What follows belongs to an exercise in optimizing a design on an open flow for small area, a short achievable clock period and few clock cycles per item; a production flow would make more cautious choices.
In this exercise RTL edits were held to simulation tests only and were not proved equivalent to the original.

==> design/flow/config.mk <==
export PLATFORM = sky130hd
export DESIGN_NAME = tmu_stats
export DESIGN_NICKNAME = tmu_stats
export VERILOG_FILES = /design/flow/design.v
export SDC_FILE = /design/flow/constraint.sdc
export NUM_CORES = 4
export LEC_CHECK = 0
export ABC_CLOCK_PERIOD_IN_PS = 3000
export CAP_MARGIN = 20
export CORE_MARGIN = 2
export CORE_UTILIZATION = 40
export SETUP_SLACK_MARGIN = 5
export SLEW_MARGIN = 20
==> design/flow/constraint.sdc <==
create_clock -name core_clock -period 10.0 [get_ports {clk}]
set_input_delay 2.0000 -clock core_clock [delete_from_list [all_inputs] [get_ports {clk}]]
set_output_delay 2.0000 -clock core_clock [all_outputs]
set_load 0.01 [all_outputs]
==> design/flow/design.v <==
module tmu_stats (
    input  wire         clk,
    input  wire         rst,
    input  wire         in_valid,
    output reg          in_ready,
    input  wire [47:0]  in_count,
    input  wire [95:0]  in_sum,
    input  wire [127:0] in_sumsq,
    output reg          out_valid,
    output wire [63:0]  out_mean,
    output wire [63:0]  out_stddev
);
    localparam C = 36;               
    reg  [5:0] ph;                   
    wire       last = in_ready;      
    reg         m_v, m_sgn;
    reg  [33:0] m_n;                 
    reg  [94:0] m_q;
    reg  [63:0] m_u;
    reg  [69:0] m_ux;                
    reg  [96:0] m_acc;               
    wire        in_sgn = in_sum[95];
    wire [63:0] in_u   = in_sum[63:0] ^ {64{in_sgn}};
    wire        m_on   = (ph < 6'd17);
    wire [1:0]  m_nb   = m_n[1:0] & {2{m_on}};
    wire [98:0] m_sum  = {{2{m_acc[96]}}, m_acc}
                       + (m_nb[0]  ? {4'b0, m_q}        : 99'd0)
                       + (m_nb[1]  ? {3'b0, m_q, 1'b0}  : 99'd0)
                       - (m_ux[0]  ? {35'b0, m_u}       : 99'd0)
                       - (m_ux[1]  ? {34'b0, m_u, 1'b0} : 99'd0);
    reg          s_v, s_sgn;
    reg  [32:0]  s_n;
    reg  [63:0]  s_u;
    reg  [129:0] s_x;                
    reg  [69:0]  s_r;                
    reg  [70:0]  s_rem;              
    wire [74:0]  s_w   = {s_rem, s_x[129:126]};
    wire [73:0]  s_d1  = {1'b0, s_rem, s_x[129:128]} - {2'b0, s_r, 2'b01};
    wire         s_g1  = ~s_d1[73];
    wire [75:0]  s_d2a = {1'b0, s_w} - {3'b0, s_r, 3'b001};
    wire [75:0]  s_d2b = {1'b0, s_w} - {2'b0, s_r, 4'b0} - {3'b0, s_r, 3'b0} - 76'd9;
    wire         s_g2  = s_g1 ? ~s_d2b[75] : ~s_d2a[75];
    wire [70:0]  s_nrem = s_g1 ? (s_g2 ? s_d2b[70:0] : {s_d1[68:0], s_x[127:126]})
                               : (s_g2 ? s_d2a[70:0] : s_w[70:0]);
    wire [63:0]  s_abs = s_u + {63'd0, s_sgn};
    reg          q_v, q_sgn, q_sex;
    reg  [32:0]  q_n;
    reg  [37:0]  q_qm, q_qs;         
    reg  [32:0]  q_rm, q_rs;         
    function [70:0] dstep2;
        input [32:0] rem;
        input [37:0] dq;
        input [32:0] dv;
        reg   [34:0] w;
        reg   [34:0] d1;
        reg   [36:0] d2a, d2b;
        reg          g1, g2;
        begin
            w   = {rem, dq[37:36]};
            d1  = {1'b0, rem, dq[37]} - {2'b0, dv};
            g1  = ~d1[34];
            d2a = {2'b0, w} - {4'b0, dv};
            d2b = {2'b0, w} - {4'b0, dv} - {3'b0, dv, 1'b0};
            g2  = g1 ? ~d2b[36] : ~d2a[36];
            dstep2 = {g1 ? (g2 ? d2b[32:0] : {d1[31:0], dq[36]})
                         : (g2 ? d2a[32:0] : w[32:0]),
                      dq[35:0], g1, g2};
        end
    endfunction
    wire [70:0] q_stm = dstep2(q_rm, q_qm, q_n);
    wire [70:0] q_sts = dstep2(q_rs, q_qs, q_n);
    function [36:0] round_t;
        input [36:0] t;
        input        exact;
        begin
            round_t = {1'b0, t[36:1]} + {36'd0, t[0] & ~(exact & ~t[1])};
        end
    endfunction
    wire        q_zero = (q_n == 33'd0);
    wire [36:0] q_mabs = round_t(q_qm[36:0], q_rm == 33'd0);
    wire [36:0] q_sd   = round_t(q_qs[36:0], q_sex && (q_rs == 33'd0));
    reg  [36:0] o_mean;
    reg  [35:0] o_sd;
    assign out_mean   = {{27{o_mean[36]}}, o_mean};
    assign out_stddev = {28'd0, o_sd};
    always @(posedge clk) begin
        if (rst) begin
            ph        <= 6'd0;
            in_ready  <= 1'b0;
            m_v       <= 1'b0;
            s_v       <= 1'b0;
            q_v       <= 1'b0;
            out_valid <= 1'b0;
        end else begin
            ph        <= last ? 6'd0 : ph + 6'd1;
            in_ready  <= (ph == C - 2);
            out_valid <= q_v && (ph == 6'd19);
            m_v       <= last ? in_valid : m_v;
            s_v       <= last ? m_v : s_v;
            q_v       <= last ? s_v : q_v;
        end
    end
    always @(posedge clk) begin
        o_mean <= q_zero ? 37'd0 : (q_sgn ? (37'd0 - q_mabs) : q_mabs);
        o_sd   <= q_zero ? 36'd0 : q_sd[35:0];
        if (last) begin
            m_n   <= {1'b0, in_count[32:0]};
            m_q   <= in_sumsq[94:0];
            m_u   <= in_u;
            m_sgn <= in_sgn;
            m_ux  <= {6'd0, in_u};
            m_acc <= in_sgn ? {{32{1'b1}}, in_sum[63:0], 1'b1} : 97'd0;
            s_n   <= m_n[32:0];
            s_u   <= m_u;
            s_sgn <= m_sgn;
            s_x   <= {3'b0, m_acc[56:0], m_ux};
            s_r   <= 70'd0;
            s_rem <= 71'd0;
            q_n   <= s_n;
            q_sgn <= s_sgn;
            q_sex <= (s_rem == 71'd0);
            q_rm  <= {2'b0, s_abs[63:33]};
            q_qm  <= {s_abs[32:0], 5'd0};
            q_rs  <= s_r[69:37] >> 1;
            q_qs  <= s_r[37:0];
        end else begin
            if (m_on)
                m_n <= {m_n[1:0], m_n[33:2]};
            m_acc <= m_sum[98:2];
            m_ux  <= {m_sum[1:0], m_ux[69:2]};
            s_x   <= {s_x[125:0], 4'd0};
            s_r   <= {s_r[67:0], s_g1, s_g2};
            s_rem <= s_nrem;
            {q_rm, q_qm} <= q_stm;
            {q_rs, q_qs} <= q_sts;
        end
    end
endmodule
==> design/flow/run.sh <==
#!/bin/bash
# synth_recipe.tcl (not shown) runs the flow's synth.tcl, then flattens the netlist and writes it again
# the make line also repeats each setting of config.mk as NAME=value (left out here)
make -C /OpenROAD-flow-scripts/flow DESIGN_CONFIG=/design/flow/config.mk WORK_HOME=/design/flow/orfs CLKGATE_MAP_FILE= SYNTH_SCRIPT=/design/flow/synth_recipe.tcl finish
==> impl_metrics.py <==
metrics = {
    "yosys": {
        "synth-xor-area-share": 0.0695,
        "synth.distinct_cells": 93,
        "syn_area_per_cell_sq_um": 8.86,
        "synth_top_family_by_area": "adder cells",
        "synthFlopType": "dfxtp_1",
        "synthMuxAreaShare": 0.0479,
        "yosys-top-cells-area": "dfxtp_1, edfxtp_1, ha_1",
        "netlist_instances": 8609,
        "synth_edf_count": 326,
        "synth_fa_ha_area_frac": 0.192,
        "synth_compound_area_frac": 0.177,
        "synth_seq_cells": 991,
        "synth_simple_gate_area_share": 0.147,
        "async_flop_share": 0,
        "synth_top_area_cell": "dfxtp_1",
        "syn-cell-area_sq_um": 76300,
        "yosys_warnings": 1,
        "synth_top_cell_area_share": 0.174,
        "seq_area_frac_synth": 0.303,
    },
    "timing": {
        "finalHoldViolations": 0,
        "maxSlewViolCount": 0,
        "setup-tns-final_ns": 0,
        "fin_crit_sh": 0.594,
        "setup_viol": 0,
        "fin_skew_ns": 0.0472,
        "worst_pin_slew_ns": 1.21,
        "max_freq_mhz": 168,
        "holdWs_ns": 0.407,
        "finalWorstSetupSlack_ns": 4.06,
        "fin_crit_ns": 5.94,
        "rsz0062_at_grt": "yes",
        "max_slew_margin": 0.189,
    },
    "finish": {
        "syn2layout_area_growth_pct": 22.9,
        "nFillCells": 17500,
        "seq_area_sq_um": 23100,
        "final_core_util": 0.494,
        "drive_above_1_share": 0.175,
        "design.final.nets": 10300,
        "multi_input_area_sq_um": 53000,
    },
    "job": {
        "max_cap_violations": 0,
    },
    "setup_path": {
        "crit_arrival_ns": 6.57,
        "crit_type": "reg2reg",
        "r2r_slack_ns": 4.06,
        "critPathSlowestCell": "fa_1",
        "crit_path_max_fanout": 8,
        "slowest_delay_ns": 0.56,
        "cp-start-kind": "register",
        "crit_required_ns": 10.63,
        "critPathCaptureType": "register",
    },
    "run_status": {
        "status": "finished clean",
    },
    "placement": {
        "gp_congestion": 0.965,
        "port-buffer-count": 297,
        "dp_hpwl_um": 192000,
        "post-place-ws_ns": 2.33,
    },
    "cts": {
        "clk_latency_ns": 0.79,
        "tritoncts": "built",
        "clock_sinks": 991,
        "htreeDepth": 3,
        "path_clk_slew_ns": 0.07,
        "cts_buffers": 115,
        "cts_hold_buf": 0,
        "cts_buffer_depth": 3,
        "cts_root_buffer": "clkbuf_16",
    },
    "min_path": {
        "hp-class": "reg2reg",
    },
    "routing": {
        "wl_per_cell_um": 22.4,
        "ant_nets": 0,
        "wirelength_um": 261000,
        "viasPerCell": 5.66,
        "drt-initial-drc-count": 4467,
        "drcViolationCount": 0,
        "vias": 66000,
        "dr.pass1.iters": 6,
    },
    "die": {
        "start_util": 0.402,
        "rows": 160,
        "num_io_pins": 405,
        "die_h_um": 441,
        "die_x_um": 441,
        "dieArea_sq_um": 194000,
        "core_area_sq_um": 190000,
    },
    "global_routing": {
        "grt_pass1_wl_um": 390000,
        "grt_pass1_vias": 64900,
        "antenna_found_initial": 9,
        "track_usage": 0.259,
        "grt-ovfl-total": 0,
        "grt_max_degree": 182,
    },
}
[metal layers]
metal	GRT usage	vias to the layer above	part of all wire
met2	0.440	1948	0.48
met1	0.326	32300	0.42
li1	-	31200	-
met3	0.0257	534	0.047
met5	0	-	0.00010
met4	0.132	4	0.058
[flip-flops by register name (all words and copies together) (netlist names), 6 cells and up]
register  count
s_x         130
s_rem        71
m_q          95
s_n          33
q_n          33
m_n          34
q_rs         33
m_acc        97
s_r          70
m_u          64
s_u          64
q_qm         38
m_ux         70
o_mean       37
ph            6
q_rm         33
o_sd         36
q_qs         38
[synth_stat cells (20+ instances only)]
master,count
xor2_1,262
o31ai_1,36
o22ai_1,28
and3_1,173
a211oi_1,122
a21oi_1,634
fa_1,300
mux2i_1,52
dfxtp_1,665
o21ai_0,456
or2_2,27
nand3_1,160
edfxtp_1,326
xnor2_1,343
or3_1,48
nand4_1,119
nor2b_1,73
o21a_1,60
and2_1,117
o21bai_1,89
nor4_1,65
ha_1,693
nor2_1,610
nand2_1,705
mux2_2,277
buf_4,57
a31oi_1,67
inv_1,807
and4_1,24
a221oi_1,33
nor3_1,105
nand2b_1,73
o211ai_1,45
a21o_1,269
clkbuf_1,326
a21boi_0,20
o221ai_1,61
[final timing paths]
kind / start / end / cells after the start
setup / recovery: ph[0] / m_acc[95] / 29
hold / removal: s_n[4] / q_n[4] / 0
setup reg to reg: ph[0] / m_acc[95] / 29
hold reg to reg: s_n[4] / q_n[4] / 0
[cells in the final DEF (no fill, tap or decap), drive strengths merged, types with 45 or more instances in the layout]
| cell | instances |
|---|---|
| fa | 300 |
| o21a | 60 |
| ha | 693 |
| nand2 | 705 |
| o21bai | 89 |
| and3 | 177 |
| xnor2 | 343 |
| mux2i | 52 |
| dfxtp | 665 |
| clkbuf | 153 |
| nor4 | 66 |
| nor3 | 105 |
| nand2b | 73 |
| nand3 | 160 |
| o21ai | 462 |
| mux2 | 279 |
| a211oi | 122 |
| nor2 | 610 |
| o221ai | 61 |
| buf | 402 |
| edfxtp | 326 |
| a21o | 269 |
| and2 | 121 |
| o211ai | 45 |
| a21oi | 634 |
| or3 | 51 |
| inv | 811 |
| clkdlybuf4s50 | 296 |
| nor2b | 73 |
| xor2 | 262 |
| nand4 | 119 |
| a31oi | 67 |
[kinds of logic after synthesis]
logic type,Yosys count
AO/OA/AOI/OAI,2120
XOR/XNOR,605
adder cells (fa/ha/maj),993
buffers and inverters,1219
flip-flops,991
multiplexers,330
other,1
AND/OR/NAND/NOR,2350
[what timing repair did]
action                                  in CTS  in global routing
gates cloned                                26                  3
endpoints found under the setup margin     235                205
resized for setup                          601                369
pin swaps                                  266                217
setup buffers                              209                123
[layout make-up]
cell class	instances	share of cell area
clock inverters	69	0.00864
repair buffers	705	0.0783
multi-input cells	6429	0.566
flip-flops and latches	991	0.247
diodes	4	0.000107
inverters	808	0.0328
clock buffers	149	0.0342
well taps	2511	0.0335
[per-stage QoR]
step | cell area (sq um) | std cells
global route | 93700 | 11700
floorplan | 77300 | 8636
detailed placement | 81900 | 11100
finish | 93700 | 11700
CTS | 90900 | 11500
global placement | 81800 | 11100
[critical path: cells and delay by family, from the launching register on]
family          cells  cell delay [ns]
flops               1             0.32
buf+inv             9             1.04
xor+xnor            1             0.11
compound gates      8             1.38
mux                 1             0.26
fa+ha+maj           5             1.94
simple gates        5             0.75
Testbench counts, summed over its fixed seeds: cycles 86,864, items 2,400.

## what the ideal ports hide
How much do the figures lean on ideal ports? The routed layout below was timed once more, with nothing changed but the port constraints.
Step 1 (the two cells are an assumption about what drives the block):
set clk [get_ports {clk}]
set_driving_cell -lib_cell sky130_fd_sc_hd__clkbuf_16 $clk
set_driving_cell -lib_cell sky130_fd_sc_hd__buf_2 [delete_from_list [all_inputs] $clk]
Step 2, shift: input delay + t, output delay - t, t = (earliest + latest rising clock arrival at the registers) / 2. This alone moves slack from input paths to output paths.
Slacks: ideal ports / drivers / drivers and shift; pairs: ideal ports / drivers.
t (ns): 0.849
setup WS [ns]: 4.059 / 4.059 / 4.059
worst setup path after step 2: register to register
slew at the worst register clock pin (ns): 0.07 / 0.07
pins driven straight from the clock port: 1
After both steps this run still meets setup and hold. The setup slack of this run moves by 0.000 ns with the drivers and by 0.000 ns with both steps.
